Background: an optimization exercise with open tools, aiming at small area, a short achievable clock period and few clock cycles. Do not read the settings as production practice. The RTL was checked by simulation tests, not by an equivalence proof against the original design.

==> design/flow/design.v <==
module fk4_fp8_decode (
    input  wire [7:0] x,
    input  wire [1:0] fmt,       
    output reg        s,
    output reg  [7:0] sig,
    output reg  [4:0] sc,
    output reg        is_nan,
    output reg        is_inf,
    output reg        is_zero
);
    always @(*) begin
        s       = x[7];
        sig     = 8'd0;
        sc      = 5'd0;
        is_nan  = 1'b0;
        is_inf  = 1'b0;
        is_zero = 1'b0;
        case (fmt)
            2'd0: begin  
                sig     = {4'd0, (x[6:3] != 4'd0), x[2:0]};
                sc      = (x[6:3] == 4'd0) ? 5'd7 : {1'b0, x[6:3]} + 5'd6;
                is_nan  = (x[6:0] == 7'h7F);
                is_zero = (x[6:0] == 7'h00);
            end
            2'd1: begin  
                sig     = {5'd0, (x[6:2] != 5'd0), x[1:0]};
                sc      = (x[6:2] == 5'd0) ? 5'd0 : x[6:2] - 5'd1;
                is_nan  = (x[6:2] == 5'h1F) && (x[1:0] != 2'd0);
                is_inf  = (x[6:2] == 5'h1F) && (x[1:0] == 2'd0);
                is_zero = (x[6:0] == 7'h00);
            end
            default: begin  
                sig     = x[7] ? (~x + 8'd1) : x;
                is_zero = (x == 8'd0);
            end
        endcase
    end
endmodule
module fk4_mac_lane (
    input  wire [7:0]  a,
    input  wire [7:0]  w,
    input  wire [1:0]  fmt_a,
    input  wire [1:0]  fmt_w,
    output wire [95:0] prod,      
    output wire        nan,
    output wire        pinf,
    output wire        ninf
);
    localparam FMT_INT8 = 2'd2;
    wire       a_s, w_s;
    wire [7:0] a_sig, w_sig;
    wire [4:0] a_sc, w_sc;
    wire       a_nan, w_nan, a_inf, w_inf, a_zero, w_zero;
    fk4_fp8_decode u_dec_a (.x(a), .fmt(fmt_a), .s(a_s), .sig(a_sig), .sc(a_sc),
                            .is_nan(a_nan), .is_inf(a_inf), .is_zero(a_zero));
    fk4_fp8_decode u_dec_w (.x(w), .fmt(fmt_w), .s(w_s), .sig(w_sig), .sc(w_sc),
                            .is_nan(w_nan), .is_inf(w_inf), .is_zero(w_zero));
    wire        int_mode = (fmt_a == FMT_INT8);
    wire [15:0] mag      = a_sig * w_sig;
    wire [5:0]  shift    = int_mode ? 6'd32 : ({1'b0, a_sc} + {1'b0, w_sc});
    wire [63:0] aligned  = {48'd0, mag} << shift;
    wire        p_s      = a_s ^ w_s;
    assign nan  = a_nan | w_nan | (a_inf & w_zero) | (a_zero & w_inf);
    wire   inf  = ~nan & (a_inf | w_inf);
    assign pinf = inf & ~p_s;
    assign ninf = inf &  p_s;
    wire        finite = ~(a_nan | w_nan | a_inf | w_inf);
    wire [95:0] mag96  = finite ? {32'd0, aligned} : 96'd0;
    assign prod = p_s ? (~mag96 + 96'd1) : mag96;
endmodule
module fk4_acc_column #(
    parameter LANES = 16
) (
    input  wire               clk,
    input  wire               rst,             
    input  wire               in_valid,
    output wire               in_ready,
    input  wire               in_first,        
    input  wire               in_last,         
    input  wire [1:0]         in_fmt_a,        
    input  wire [1:0]         in_fmt_w,
    input  wire [8*LANES-1:0] in_a,            
    input  wire [8*LANES-1:0] in_w,
    input  wire [95:0]        in_init_v,       
    input  wire [2:0]         in_init_flags,   
    output reg                out_valid,
    output reg  [95:0]        out_v,
    output reg  [2:0]         out_flags
);
    assign in_ready = 1'b1;
    wire [96*LANES-1:0] prod;
    wire [LANES-1:0]    lane_nan, lane_pinf, lane_ninf;
    genvar i;
    generate
        for (i = 0; i < LANES; i = i + 1) begin : g_lane
            fk4_mac_lane u_lane (
                .a    (in_a[8*i +: 8]),
                .w    (in_w[8*i +: 8]),
                .fmt_a(in_fmt_a),
                .fmt_w(in_fmt_w),
                .prod (prod[96*i +: 96]),
                .nan  (lane_nan[i]),
                .pinf (lane_pinf[i]),
                .ninf (lane_ninf[i])
            );
        end
    endgenerate
    reg [95:0] beat_sum;
    integer k;
    always @(*) begin
        beat_sum = 96'd0;
        for (k = 0; k < LANES; k = k + 1)
            beat_sum = beat_sum + prod[96*k +: 96];
    end
    wire [2:0] beat_flags = {|lane_ninf, |lane_pinf, |lane_nan};
    reg  [95:0] acc_v;
    reg  [2:0]  acc_flags;
    wire [95:0] base_v     = in_first ? in_init_v     : acc_v;
    wire [2:0]  base_flags = in_first ? in_init_flags : acc_flags;
    wire [95:0] next_v     = base_v + beat_sum;
    wire [2:0]  next_flags = base_flags | beat_flags;
    wire beat = in_valid & in_ready;
    always @(posedge clk) begin
        if (beat) begin
            acc_v     <= next_v;
            acc_flags <= next_flags;
        end
    end
    always @(posedge clk) begin
        if (rst) begin
            out_valid <= 1'b0;
        end else begin
            out_valid <= beat & in_last;
        end
        if (beat & in_last) begin
            out_v     <= next_v;
            out_flags <= next_flags;
        end
    end
endmodule
==> design/flow/run.sh <==
#!/bin/bash
# synth_recipe.tcl (not shown) runs the flow's synth.tcl, then flattens the netlist and writes it again
# the make line also repeats each setting of config.mk as NAME=value (left out here)
make -C /OpenROAD-flow-scripts/flow DESIGN_CONFIG=/design/flow/config.mk WORK_HOME=/design/flow/orfs CLKGATE_MAP_FILE= SYNTH_SCRIPT=/design/flow/synth_recipe.tcl finish
==> design/flow/config.mk <==
export PLATFORM = sky130hd
export DESIGN_NAME = fk4_acc_column
export DESIGN_NICKNAME = fk4_acc_column
export VERILOG_FILES = /design/flow/design.v
export SDC_FILE = /design/flow/constraint.sdc
export NUM_CORES = 4
export LEC_CHECK = 0
export CAP_MARGIN = 20
export CORE_MARGIN = 2
export CORE_UTILIZATION = 40
export PLACE_DENSITY = 0.6
export SLEW_MARGIN = 20
==> design/flow/constraint.sdc <==
create_clock -name core_clock -period 25.0 [get_ports {clk}]
set_input_delay 5.0000 -clock core_clock [delete_from_list [all_inputs] [get_ports {clk}]]
set_output_delay 5.0000 -clock core_clock [all_outputs]
set_load 0.01 [all_outputs]
==> flow_summary.toml <==
[sta]
relSlewSlack_pct = 11.0
fin_skew_ns = 0.0462
finalCriticalPeriod_ns = 23.75
worstMarginPinSlew_ns = 1.33
max_freq_mhz = 42.1
setup_tns_ns = 0
fin_crit_sh_pct = 95.0
finalMaxSlewViolations = 0
rsz0062_at_grt = "false"
setup_viol = 0
hold_viol = 0

[logic_synthesis]
yosysWarnings = 2
synth_top_area_share_pct = 25.2
synth_top_cell_by_area = "fa_1"
synthArstFlopShare_pct = 0
synthCells = 21500
synth_area_leaders = "fa_1 25%, ha_1 8.0%, inv_1 6.5%, nand2_1 5.7%, nor2_1 4.4%"
syn_area_um2 = 159000
ys_types = 137
synth-edff-count = 198
ys_seq_area_share_pct = 3.75
yosys_most_used_dff = "edfxtp_1"
synth_fp_nets = 24800
avgSynthCellArea_um2 = 7.42
ys_ff_latch = 199

[critical_path]
crit_path_start = "in_w[70]"
regToRegEndpoint = "acc_v[95]"
cp_slowest_stage_delay_ns = 0.77
startpoint_type = "input pin"
reg2reg_depth = 27
cp.arrival_ns = 24.08
worstReg2RegStart = "acc_v[3]"
endpoint_kind = "flip-flop"
endpoint = "acc_v[95]"
critPathKind = "input pin to flip-flop"
slowest_stage = "nor3_1"
cp.required_ns = 25.33
cp_common_cell = "fa_1"
reg2reg_slack_ns = 14.86
crit_fanout = 10

[clocking]
clock-sinks = 199
clock_latency_ns = 0.62
cts_buffers = 25
clock-root-buffer = "clkbuf_16"
ctsResizeCount = 0
clk_path_buf_depth = 3
ctsHoldBuffers = 0
clk_pin_slew_ns = 0.07
h-tree-depth = 4
cts_tree = "built"
post_cts_buffers = 0

[placed_design]
dp.cells = 26500
globalplace.congestion = 1.13
portBuffers = 463
hpwl_um = 688000

[status]
outcome = "no timing/DRC/antenna violations"

[routing]
drc = 0
via_per_inst = 6.23
wl_um = 810000
antenna_left = 0
drtIter0Drc = 20100
wire_per_inst_um = 30.5
dr.pass1.iters = 10
dr_total_vias = 165000

[layout]
instances_no_fill = 26500
areaGrowthSynthToFinish_pct = 7.07
final_util_pct = 43.0
drive_gt1_share_pct = 4.86
fillers = 41100
nNetsFinal = 24600

[global_routing]
grt_max_degree = 86
grt_overflow_total = 0
first_global_vias = 156000
grt_pass1_wl_um = 1150000
globalRouteTotalUtil_pct = 39.0
antenna_found_initial = 43

[floorplan]
io_pins = 465
initial_core_util_pct = 40.2
core_area_um2 = 396000
die_height_um = 635
die-area_um2 = 403000
rows = 231
dieWidth_um = 635

[worst_hold_path]
hold_class = "flip-flop to flip-flop"

[flow_run]
drv_cap = 0
-- registers in the layout, summed over array words and instances, names as in the netlist --
register / cells
acc_flags: 3
out_valid: 1
acc_v: 96
out_v: 96
out_flags: 3
-- metal layers --
metal | global-route usage [%] | share of wire, % | vias to the layer above
li1 | - | - | 73200
met1 | 51.2 | 40 | 81700
met2 | 59.7 | 43 | 8796
met3 | 6.49 | 8.7 | 1479
met4 | 24.6 | 7.6 | 12
met5 | 0 | 0.0095 | -
-- area by class of cell --
type	count	area, µm²	area share (%)
inverters	2786	10500	6.14
clock inverters	8	146	0.0859
diodes	27	67.6	0.0396
flip-flops and latches	199	5970	3.50
well taps	5242	6560	3.85
clock buffers	25	626	0.367
multi-input cells	17400	139000	81.6
repair buffers	829	7470	4.38
-- worst max-delay path: cells and delay by family --
family	cells	cell delay, ns
compound gates	25	7.55
fa+ha+maj	12	6.26
simple gates	8	3.81
buf+inv	9	1.17
xor+xnor	2	0.25
-- synthesized netlist by cell type (126+ instances only) --
master / count
a21oi_1: 1267
a21o_1: 305
a22oi_1: 161
a31oi_1: 281
mux2i_1: 205
clkbuf_1: 827
and3_1: 165
nand2_1: 2426
xnor2_1: 760
ha_1: 1020
o22ai_1: 303
nor3_1: 554
and2_1: 407
nor2_1: 1869
o21ai_0: 1307
or3_1: 160
inv_1: 2763
edfxtp_1: 198
nand2b_1: 207
o31ai_1: 239
o211ai_1: 146
xor2_1: 476
o21a_1: 134
nor4_1: 126
a211oi_1: 156
nor2b_1: 170
nand3_1: 499
or2_2: 127
fa_1: 2005
mux2_2: 140
-- how the worst min path moves through the flow --
stage	from	to	slack, ns	cells past startpoint
4_1_cts	acc_flags[2]	acc_flags[2]	1.03	3
3_3_place_gp	acc_flags[2]	acc_flags[2]	1.01	3
6_report	acc_flags[2]	acc_flags[2]	1.03	3
5_1_grt	acc_flags[2]	acc_flags[2]	1.01	3
3_5_place_dp	acc_flags[2]	out_flags[2]	1.02	3
2_1_floorplan	acc_flags[2]	acc_flags[2]	0.63	3
-- placed cells by master (no fill, tap or decap), drive strengths merged, types with 285 or more instances in the layout --
cell type / n
inv: 2767
nand2: 2433
fa: 2005
nor2: 1898
o21ai: 1419
a21oi: 1279
ha: 1020
xnor2: 762
nor3: 569
nand3: 502
xor2: 476
clkdlybuf4s50: 457
and2: 412
buf: 370
a21o: 305
o22ai: 303
a31oi: 285
-- cells by family (layout without fill, tap and decap cells) --
family                   Yosys count  in the layout  share of synthesized area, %
flip-flops                       199            199                          3.75
XOR/XNOR                        1240           1240                          6.85
AO/OA/AOI/OAI                   5618           5618                          23.1
adder cells (fa/ha/maj)         3025           3025                          33.2
AND/OR/NAND/NOR                 7161           7161                          21.1
buffers and inverters           3844           3648                          9.30
multiplexers                     372            372                          2.66
other                              1             28                       0.00236
-- through the flow --
step | cell area [µm²] | hold slack, ns | setup WS, ns
2_1_floorplan | 159000 | 0.632 | 3.54
3_3_place_gp | 169000 | 1.01 | 1.19
3_5_place_dp | 170000 | 1.02 | 1.01
4_1_cts | 170000 | 1.03 | 1.58
5_1_grt | 170000 | 1.01 | 0.483
6_report | 170000 | 1.03 | 1.25
Testbench counts, summed over its fixed seeds: cycles 14,324.

port drivers added, routing unchanged:
No port has a modelled driver above. Below, the same layout with a new extraction and two added sets of constraints. Step 1 (the two cells are an assumption about what drives the block):
set clk [get_ports {clk}]
set_driving_cell -lib_cell sky130_fd_sc_hd__clkbuf_16 $clk
set_driving_cell -lib_cell sky130_fd_sc_hd__buf_2 [delete_from_list [all_inputs] $clk]
Step 2 times the ports against the registers' clock, not the clock port: input delays grow and output delays shrink by t, the midpoint of the rising clock arrivals with the driver on. Three values: no drivers, after step 1, after step 2; two values: the first two.
t, ns: 0.683
slack for setup (ns): 1.250 / 1.310 / 0.627
worst setup path at the end: input to register
latest minus earliest clock arrival (ns): 0.046 / 0.046
pins driven straight from the clock port: 1
After both steps this run still meets setup and hold. The setup slack of this run moves by +0.060 ns with the drivers and by -0.623 ns with both steps.
